Source: an optimization exercise on an open RTL-to-GDS flow (aim: small area and a short achievable clock period). Production flows keep margins and buffers that such runs may drop. Function was checked by simulation only, so behaviour that the tests miss may differ from the original.

## run P
## strand_codec
module strand_codec (
    input  wire         clk,
    input  wire         rst,
    input  wire         enc_in_valid,
    input  wire [255:0] enc_in_data,
    output reg          enc_out_valid,
    output reg  [31:0]  enc_out_check,
    input  wire         dec_in_valid,
    input  wire [287:0] dec_in_lanes,
    input  wire         dec_in_policy,      
    input  wire         dec_in_erasure,     
    input  wire [5:0]   dec_in_dead_lane,   
    output reg          dec_out_valid,
    output reg  [2:0]   dec_out_kind,
    output reg  [255:0] dec_out_data,
    output reg  [31:0]  dec_out_syn,
    output reg  [5:0]   dec_out_lane,
    output reg  [7:0]   dec_out_value
);
    localparam [2:0] K_CLEAN     = 3'd0;
    localparam [2:0] K_CORRECTED = 3'd1;
    localparam [2:0] K_ERASURE   = 3'd2;
    localparam [2:0] K_UNCORR    = 3'd3;
    localparam [2:0] K_POISON    = 3'd4;
    localparam [31:0] POISON_SYN = 32'h7355_0F00;
    localparam [5:0]  NO_LANE    = 6'h3F;
    function [7:0] gf_mul(input [7:0] a, input [7:0] b);
        reg [7:0] a1, a2, a3, a4, a5, a6, a7;
        begin
            a1 = {a[6:0],  1'b0} ^ (8'h1D & {8{a[7]}});
            a2 = {a1[6:0], 1'b0} ^ (8'h1D & {8{a1[7]}});
            a3 = {a2[6:0], 1'b0} ^ (8'h1D & {8{a2[7]}});
            a4 = {a3[6:0], 1'b0} ^ (8'h1D & {8{a3[7]}});
            a5 = {a4[6:0], 1'b0} ^ (8'h1D & {8{a4[7]}});
            a6 = {a5[6:0], 1'b0} ^ (8'h1D & {8{a5[7]}});
            a7 = {a6[6:0], 1'b0} ^ (8'h1D & {8{a6[7]}});
            gf_mul = (a  & {8{b[0]}}) ^ (a1 & {8{b[1]}}) ^ (a2 & {8{b[2]}}) ^
                     (a3 & {8{b[3]}}) ^ (a4 & {8{b[4]}}) ^ (a5 & {8{b[5]}}) ^
                     (a6 & {8{b[6]}}) ^ (a7 & {8{b[7]}});
        end
    endfunction
    function [7:0] gf_sq(input [7:0] a);
        gf_sq = gf_mul(a, a);
    endfunction
    function [7:0] EXPK(input integer k);
        integer i;
        begin
            EXPK = 8'h01;
            for (i = 0; i < k; i = i + 1)
                EXPK = {EXPK[6:0], 1'b0} ^ (8'h1D & {8{EXPK[7]}});
        end
    endfunction
    function [7:0] gf_inv(input [7:0] a);
        case (a)
            8'd0: gf_inv = 8'h00;
  ...
Settings: LEC_CHECK=0, CAP_MARGIN=20, CORE_MARGIN=2, CORE_UTILIZATION=40, CTS_CLUSTER_DIAMETER=100, CTS_CLUSTER_SIZE=30, PLACE_DENSITY=0.6, SLEW_MARGIN=20; clock period 40.0 ns.
standard.sh (not shown) runs the stock make flow with config.mk's settings and CLKGATE_MAP_FILE= SYNTH_SCRIPT=/design/flow/synth_recipe.tcl, a recipe that flattens the netlist after the stock synthesis.
==> flow/flow/run.sh <==
#!/bin/bash
# The standard layout (the standard.sh, ORFS), with two changes to how it
# is made: plain buf_1 port buffers instead of the delay cells buffer_ports
# picks by default, and repair_timing aiming for setup slack of
# SETUP_SLACK_MARGIN ns beyond the (unchanged) clock period instead of 0.
# ORFS writes each step's log under orfs/logs; make's output goes to
# standard.log.
bash standard.sh "BUFFER_PORTS_ARGS=-buffer_cell sky130_fd_sc_hd__buf_1" \
    SETUP_SLACK_MARGIN=30 finish > standard.log 2>&1
[inputs] run H vs run P
-- flow/config.mk --
<<< run P, line 10
export CORE_UTILIZATION = 40
export CTS_CLUSTER_DIAMETER = 100
export CTS_CLUSTER_SIZE = 30
export PLACE_DENSITY = 0.6
>>> run H, line 10
export CORE_UTILIZATION = 40
export PLACE_DENSITY = 0.6
[summary]
Run H ended with every stage complete and zero timing, DRC or antenna violations. Changes observed in run H relative to run P: cell area moved up, worst hold slack moved up, post-route fraction of the period consumed by the critical path level.

Setup of red:
Starting RTL as in the previous note.
clock: 40.0 ns
lec_check: 0
cap_margin: 20
core_margin: 2
core_utilization: 48
place_density: 0.65
slew_margin: 20
Scripts as last shown in full above: flow/flow/run.sh
red: done, clean on timing, DRC and antenna
For blue, these inputs were changed with respect to red:
Settings: PLACE_DENSITY changed from 0.65 to 0.6; CORE_UTILIZATION changed from 48 to 40.
-- flow/flow/run.sh --
<<< red, line 8
bash standard.sh "BUFFER_PORTS_ARGS=-buffer_cell sky130_fd_sc_hd__buf_1" \
    SETUP_SLACK_MARGIN=30 finish > standard.log 2>&1
>>> blue, line 8
bash standard.sh "BUFFER_PORTS_ARGS=-buffer_cell sky130_fd_sc_hd__buf_1" \
    SETUP_SLACK_MARGIN=30.6 finish > standard.log 2>&1
Notes after the runs:
A source of the critical timing path of dec_in_lanes[107] is what blue shows, while dec_in_lanes[246] belongs to red.
NOTE: overall routed net length in blue exceeds that of red
blue finished every stage and its layout cleared the timing, design-rule and antenna checks.
blue vs red: utilization down in blue
Compared to red, blue has worst hold slack across all endpoints 10 ps higher.

==> what the ideal ports hide <==
How much do the figures lean on ideal ports? The routed layouts below were timed once more, with nothing changed but the port constraints.
Step 1 assumes that a clkbuf_16 drives the clock port and a buf_2 every other input.
Step 2 moves the port delays by t, midway between the first and last clock arrival at a register: inputs arrive t later, outputs are due t later. That takes back most of the time a late clock gives input paths.
Three values: ideal ports, drivers, drivers and shift; two values: the first two.
run	t, ns	setup slack, ns	worst setup path after step 2
run P	0.746	29.911 / 29.909 / 29.164	input to register
run H	0.782	29.920 / 29.955 / 29.173	input to register
red	0.787	29.780 / 29.846 / 29.059	input to register
blue	0.806	30.475 / 30.489 / 29.698	input to register
After both steps every run listed still meets setup and hold. For blue, which loses most, drivers alone change the setup slack by +0.014 ns; drivers and shift together by -0.777 ns.
